Background: an optimization exercise with open tools, aiming at small area, a short achievable clock period and few clock cycles per item. Do not read the settings as production practice.
RTL that was checked went through simulation tests only; none was proved equivalent to the original.

// loop_pv
module loop_pv (
    input  wire         clk,
    input  wire         rst,
    input  wire [511:0] coef_c,
    input  wire [79:0]  coef_s,
    input  wire [1:0]   bq_en,
    input  wire [30:0]  ilim,
    input  wire [31:0]  fe_max,
    input  wire         start,
    input  wire         pos_en,
    input  wire [63:0]  p_set,      
    input  wire [63:0]  pos_fb,     
    input  wire [63:0]  v_set,      
    input  wire [63:0]  a_set,      
    input  wire [31:0]  v_fb,       
    output reg          ready,
    output reg          done,
    output reg  [31:0]  ep,
    output reg  [31:0]  vref,
    output wire [31:0]  iqref,
    output reg          sat,
    output reg          sat_evt,
    output reg          fe
);
    localparam [4:0] T_POS = 5'd0,     
                     T_VFF = 5'd1,     
                     T_KIV = 5'd2,     
                     T_KPV = 5'd3,     
                     T_AFF = 5'd4,     
                     T_AW  = 5'd5,     
                     T_Q0  = 5'd6,     
                     T_Q1  = 5'd11,    
                     T_NOP = 5'd31;
  ...
Settings: LEC_CHECK=0, ABC_AREA=1, CAP_MARGIN=20, CORE_MARGIN=2, CORE_UTILIZATION=40, SLEW_MARGIN=20; clock period 50.0 ns.
run.sh (not shown) runs the stock make flow with config.mk's settings and CLKGATE_MAP_FILE= SYNTH_SCRIPT=/design/flow/synth_recipe.tcl, a recipe that flattens the netlist after the stock synthesis.
Change:
Settings changed: CORE_UTILIZATION 40 to 60.
Maximum frequency shrinks by 1.1%; routed wire length goes up by 0.63%; die area came out lower by 33%; utilization went up by 23 points; setup slack got worse by 0.16 ns; sequential cell count is unchanged; clock-buffer cell count shrinks by 8; sequential share of layout area is higher by 0.36 points; clock skew drops by 0.034 ns.
No run of this note included a check of the RTL's function; only the layout flow was run.

---

before:
Another version of the RTL of loop_pv (not shown whole).
Size: roughly 1,100 I/O pins, about 0.089 mm^2 of cells after synthesis.
export LEC_CHECK = 0
export ABC_AREA = 1
export CAP_MARGIN = 20
export CORE_MARGIN = 2
export CORE_UTILIZATION = 40
export CTS_BUF_LIST = sky130_fd_sc_hd__clkbuf_8
export SLEW_MARGIN = 20
create_clock -name core_clock -period 50.0 [get_ports {clk}]
standard.sh (not shown) runs the stock make flow with config.mk's settings and CLKGATE_MAP_FILE= SYNTH_SCRIPT=/design/flow/synth_recipe.tcl, a recipe that flattens the netlist after the stock synthesis.
==> flow/flow/run.sh <==
#!/bin/bash
# The standard layout (the standard.sh: standard synthesis, then ORFS to
# the final layout), with one change: the port buffers that global placement
# inserts on every input and output are sky130_fd_sc_hd__buf_1 instead of the
# default choice. The make output goes to standard.log; ORFS writes each
# step's log under orfs/logs/.
set -euo pipefail
bash standard.sh "BUFFER_PORTS_ARGS=-buffer_cell sky130_fd_sc_hd__buf_1" finish > standard.log 2>&1
Testbench counts of before, summed over its fixed seeds: cycles 80,436, items 8,000.
Input-level comparison between after and before:
- CTS_BUF_LIST no longer set, was sky130_fd_sc_hd__clkbuf_8
Findings:
On sequential fraction of total cell area, after and before are neck and neck. Compared with before, after improves post-route clock skew. The multi-input logic portion of the cell area on after is in line with that on before.

---

loop_pv, a different RTL version from the one above (not shown whole).
For scale: about 1100 flip-flops, about 0.091 sq mm of cells after synthesis.
// loop_pv
module loop_pv (
    input  wire         clk,
    input  wire         rst,
    input  wire [511:0] coef_c,
    input  wire [79:0]  coef_s,
    input  wire [1:0]   bq_en,
    input  wire [30:0]  ilim,
    input  wire [31:0]  fe_max,
    input  wire         start,
    input  wire         pos_en,
    input  wire [63:0]  p_set,      
    input  wire [63:0]  pos_fb,     
    input  wire [63:0]  v_set,      
    input  wire [63:0]  a_set,      
    input  wire [31:0]  v_fb,       
    output reg          ready,
    output reg          done,
    output reg  [31:0]  ep,
    output reg  [31:0]  vref,
    output reg  [31:0]  iqref,
    output reg          sat,
    output reg          sat_evt,
    output reg          fe
);
clock: 50.0 ns
lec_check: 0
abc_area: 1
cap_margin: 20
core_margin: 2
core_utilization: 40
slew_margin: 20
run.sh (not shown) runs the stock make flow with config.mk's settings and CLKGATE_MAP_FILE= SYNTH_SCRIPT=/design/flow/synth_recipe.tcl, a recipe that flattens the netlist after the stock synthesis.
Stock flow here: none of the scripts above is used.
The first run went through all stages and came out clean.
Testbench counts at the start, summed over its fixed seeds: cycles 84,798, items 8,000.
Rerun with:
==> flow/flow/run.sh (new file) <==
#!/bin/bash
# The standard layout (the standard.sh: standard synthesis, then ORFS to
# the final layout), with one change: the port buffers that global placement
# inserts on every input and output are sky130_fd_sc_hd__buf_1 instead of the
# default choice. The make output goes to standard.log; ORFS writes each
# step's log under orfs/logs/.
set -euo pipefail
bash standard.sh "BUFFER_PORTS_ARGS=-buffer_cell sky130_fd_sc_hd__buf_1" finish > standard.log 2>&1
==> flow/standard.sh (new file) <==
#!/bin/bash
# synth_recipe.tcl (not shown) runs the flow's synth.tcl, then flattens the netlist and writes it again
# the make line also repeats each setting of config.mk as NAME=value (left out here)
make -C /OpenROAD-flow-scripts/flow DESIGN_CONFIG=/design/flow/config.mk WORK_HOME=/design/flow/orfs CLKGATE_MAP_FILE= SYNTH_SCRIPT=/design/flow/synth_recipe.tcl "${@:-finish}"
removed: flow/run.sh
Outcome: Die area is unchanged; via count came out higher by 0.43%; first-iteration DRC count rose by 7.2%; global-route usage shrinks by 0.12 points; sequential cell count stays the same; register-to-register slack degrades by 0.70 ns.

==> re-timing with driven ports <==
Ports are ideal in the flow. The routed layouts listed here were re-timed in OpenROAD.
Step 1: set_driving_cell puts a clkbuf_16 on clk and a buf_2 on each other input, an assumption about the parent block.
Step 2 adds t to the input delays and takes it off the output delays; t is the mean of the earliest and latest rising clock arrival at the registers after step 1. Input paths then give back, and output paths get back, about the clock's delay inside the block.
a / b / c = ideal ports / drivers / drivers and shift; a / b = the first two.
run	t, ns	setup WS [ns]	worst setup path at the end	worst data-port slew with drivers (ns)
the first run of note 1	0.869	35.151 / 35.151 / 35.151	register to register	0.30
the second run of note 1	0.881	34.991 / 34.991 / 34.991	register to register	0.31
before	1.085	38.069 / 37.972 / 37.472	input to register	0.41
after	0.879	38.231 / 38.228 / 37.504	input to register	0.43
the first run of note 3	0.867	37.980 / 37.883 / 37.411	input to register	0.30
the second run of note 3	0.895	37.364 / 37.364 / 37.364	register to register	0.28
After both steps every run listed still meets setup and hold. For after, which loses most, drivers alone change the setup slack by -0.003 ns; drivers and shift together by -0.727 ns.
